This design comes from an exercise in tuning for small area on the open sky130 flow, not from production work.
Only simulation tests tie the RTL to the original design; equivalence was not proved.
Power figures rest on the tool's default switching activity, not on a simulated workload.

trial 7:
## cbs_window_quad
module cbs_window_quad (
    input  wire        clk,
    input  wire        rst,
    input  wire        trig,
    input  wire [15:0] cfg_len,
    input  wire        cfg_sinc3,
    input  wire [3:0]  bits,
    input  wire [63:0] cal_ofs,
    input  wire [79:0] cal_gain,
    input  wire [3:0]  cal_valid,
    input  wire [3:0]  offset_bin,
    output wire        ready,
    output reg         done,
    output wire [63:0] code,
    output wire [3:0]  clamp,
    output wire [3:0]  cal_inv,
    output wire [15:0] len_out
);
Size: about 640 flip-flops, roughly 41,000 µm² of cells after synthesis.
Settings: LEC_CHECK=0, CAP_MARGIN=20, CORE_MARGIN=2, CORE_UTILIZATION=70, CTS_BUF_LIST=sky130_fd_sc_hd__clkbuf_8 sky130_fd_sc_hd__clkbuf_16, CTS_CLUSTER_DIAMETER=70, CTS_CLUSTER_SIZE=32, PLACE_DENSITY=0.82, SLEW_MARGIN=20; clock period 15.0 ns.
standard.sh (not shown) runs the stock make flow with config.mk's settings and CLKGATE_MAP_FILE= SYNTH_SCRIPT=/design/flow/synth_recipe.tcl, a recipe that flattens the netlist after the stock synthesis.
==> flow/flow/run.sh <==
#!/bin/bash
# Custom flow: the standard flow with two changes that do not touch the
# design, its registers or its constraints:
#  - synthesis maps the logic with the ABC script in abc_map.script
#    (an area-recovering &nf mapping) instead of ORFS's abc_speed.script;
#  - port buffers use the smallest buffer cell.
# Everything else (scripts, settings, power grid, taps) is ORFS's own.
set -euo pipefail
HERE=$(pwd)
rm -rf "$HERE/scripts_mod"
cp -r "$FLOW_HOME/scripts" "$HERE/scripts_mod"
cp "$HERE/flow/abc_map.script" "$HERE/scripts_mod/abc_speed.script"
bash standard.sh SCRIPTS_DIR="$HERE/scripts_mod" \
    BUFFER_PORTS_ARGS="-buffer_cell sky130_fd_sc_hd__buf_1" finish > standard.log 2>&1
==> flow/flow/abc_map.script <==
strash
&get -n
&fraig -x
&put
scorr
dc2
dretime
strash
&get -n
&dch -f
&nf {D}
&put
buffer -c
topo
stime -c
upsize -c
dnsize -c
--- input diff trial 7..trial 34 ---
--- a/flow/design.v
+++ b/flow/design.v
@@ -88,41 +88,38 @@
             phase <= 2'd0;
             wgt   <= cfg_sinc3 ? 29'd0 : 29'd1;
             bv    <= cfg_sinc3 ? 16'd1 : 16'd0;
         end else begin
             if (hit && sinc3 && phase != 2'd2) begin
                 cnt   <= lreg;
                 phase <= phase + 2'd1;
             end else begin
                 cnt <= cdec;
             end
             wgt <= {whi, wlo};
-            if (sinc3)
-                bv <= bv + ((phase == 2'd1) ? 16'hfffe : 16'd1);
+            bv <= bv + (!sinc3 ? 16'd0 : (phase == 2'd1) ? 16'hfffe : 16'd1);
         end
         if (last)
             len_cap <= span;
     end
     reg [3:0] bits_r;
-    reg       first_r, last_r, last_rr, last_r3;
+    reg       first_r, last_r, last_rr;
     always @(posedge clk) begin
         bits_r  <= bits;
         first_r <= start;
         if (rst) begin
             last_r  <= 1'b0;
             last_rr <= 1'b0;
-            last_r3 <= 1'b0;
         end else begin
             last_r  <= last;
             last_rr <= last_r;
-            last_r3 <= last_rr;
         end
     end
     reg  [43:0] acc [0:4];
     reg  [4:0]  cp;
     reg  [17:0] pfx [0:4];
     reg  [4:0]  fz;            
     wire [4:0]  rel;           
     wire [4:1]  cwr;           
     reg         rel0, rel4;
     wire [4:0]  bsel5 = {1'b1, bits_r};
     reg         tick_r;
@@ -163,59 +160,52 @@
             cbs_rca #(PA) p (.a(pbase[PA-1:0]), .b(padd), .ci(1'b0), .s(plo), .co(pco));
             wire [PS-PA-1:0] pmid = pbase[PS-1:PA] + {{(PS-PA-1){1'b0}}, pco};
             wire [17:0] psum;
             assign psum[PS-1:0] = {pmid, plo};
             if (PS < 18) begin : g_top
                 assign psum[17:PS] = pbase[17:PS];
             end
             always @(posedge clk)
                 pfx[ch] <= cwr[ch] ? {~cal_valid[ch-1], nclamp, ncode} : psum;
         end
     end endgenerate
-    reg        pp_on, pre;
+    reg        pp_on;
     reg [4:0]  s;
     reg [2:0]  gch;
+    wire       pre = (gch == 3'd7);
     wire [43:0] dcap = acc[4];
     wire gu_load  = pp_on && !pre && (s == 5'd0);
     wire gu_step  = pp_on && !pre && (s != 5'd0) && (s != 5'd21);
     wire gu_final = pp_on && !pre && (s == 5'd21);
     reg  du_load;
     always @(posedge clk)
         du_load <= last_rr || (pp_on && !pre && s == 5'd3);
     wire fin      = gu_load && gch == 3'd4;
     always @(posedge clk) begin
+        if (rel0) begin
+            s   <= 5'd5;
+            gch <= 3'd7;
+        end else begin
+            s <= (s == 5'd21) ? 5'd0 : s + 5'd1;
+            if (s == 5'd21)
+                gch <= gch + 3'd1;
+        end
         if (rst) begin
             pp_on <= 1'b0;
             done  <= 1'b0;
         end else begin
             done <= fin;
-            if (last_r3) begin
+            if (rel0)
                 pp_on <= 1'b1;
-                pre   <= 1'b1;
-                s     <= 5'd1;
-                gch   <= 3'd0;
-            end else if (pp_on) begin
-                if (pre) begin
-                    if (s == 5'd17) begin
-                        pre <= 1'b0;
-                        s   <= 5'd0;
-                    end else
-                        s <= s + 5'd1;
-                end else if (fin) begin
-                    pp_on <= 1'b0;
-                end else if (s == 5'd21) begin
-                    s   <= 5'd0;
-                    gch <= gch + 3'd1;
-                end else
-                    s <= s + 5'd1;
-            end
+            else if (fin)
+                pp_on <= 1'b0;
         end
     end
     reg [43:0] du_r;
     reg [16:0] du_q;
     reg  [1:0] du_ch;
     always @(posedge clk)
         du_ch <= last_rr ? 2'd0 : gch[1:0] + 2'd1;
     reg [43:0] asel;
     always @(*)
         case (du_ch)
             2'd0: asel = acc[0];
@@ -312,23 +302,23 @@
     wire [15:0] nc   = sat ? (nv[18] ? 16'h8000 : 16'h7fff) : nv[15:0];
     assign ncode  = nc ^ {obsel, 15'd0};
     assign nclamp = sat;
     always @(posedge clk) begin
         if (rst) begin
             fz <= 5'd0;
         end else if (last_r) begin
             fz <= 5'b11111;
         end else begin
             fz <= fz & ~rel;
         end
-        rel0 <= last_rr;
+        rel0 <= last_rr && !rst;
         rel4 <= pp_on && !pre && s == 5'd20 && gch == 3'd3;
     end
     assign rel = {rel4, du_load && du_ch == 2'd3, du_load && du_ch == 2'd2,
                   du_load && du_ch == 2'd1, rel0};
     assign cwr = {gu_load && gch == 3'd4, gu_load && gch == 3'd3,
                   gu_load && gch == 3'd2, gu_load && gch == 3'd1};
     assign code    = {pfx[4][15:0], pfx[3][15:0], pfx[2][15:0], pfx[1][15:0]};
     assign clamp   = {pfx[4][16], pfx[3][16], pfx[2][16], pfx[1][16]};
     assign cal_inv = {pfx[4][17], pfx[3][17], pfx[2][17], pfx[1][17]};
     assign len_out = len_cap;
 endmodule
--- outcome ---
Of trial 7 and trial 34, the lower placer congestion estimate belongs to trial 7.
Looking only at effective utilization at floorplan, and setting everything else aside, the lower value of trial 7 and trial 34 goes to trial 7.
Changes observed in trial 34 relative to trial 7: number of buffers inserted during clock tree synthesis shows a reduction of 1, worst path arrival time -0.25 ns, share of the synthesized netlist area taken by xor and xnor gates moved down.
Looking at share of the cycle needed by the critical path after routing, trial 34 sits below trial 7.
Compare trial 7 and trial 34 | first-pass detailed-route iteration total higher: trial 7
Cell count after placement: trial 34 vs trial 7, no meaningful difference
Summary of the comparison: clock period minus final worst setup slack is lower in trial 34, relative to trial 7.
Total power: trial 34 below trial 7
Clock network power share for trial 34 is higher than for trial 7.
Compared with trial 7, in trial 34 gate count after technology mapping stayed essentially flat; first-pass GRT wire length rose by 1.4%.

## static timing again, ports no longer ideal
How much do the figures lean on ideal ports? The routed layouts below were timed once more, with nothing changed but the port constraints.
Step 1, drivers: a clkbuf_16 drives clk and a buf_2 each remaining input, both assumed.
Step 2 also shifts input and output timing later by t, the mid clock arrival at the registers, as if the neighbouring blocks saw the same clock.
Three values: ideal, step 1, step 2; two values: the first two.
| run | t (ns) | setup slack, ns | worst setup path at the end |
|---|---|---|---|
| trial 7 | 0.653 | 0.853 / 0.853 / 0.853 | register to register |
| trial 34 | 0.661 | 1.060 / 1.060 / 1.060 | register to register |
After both steps setup and hold are still met in every run listed.
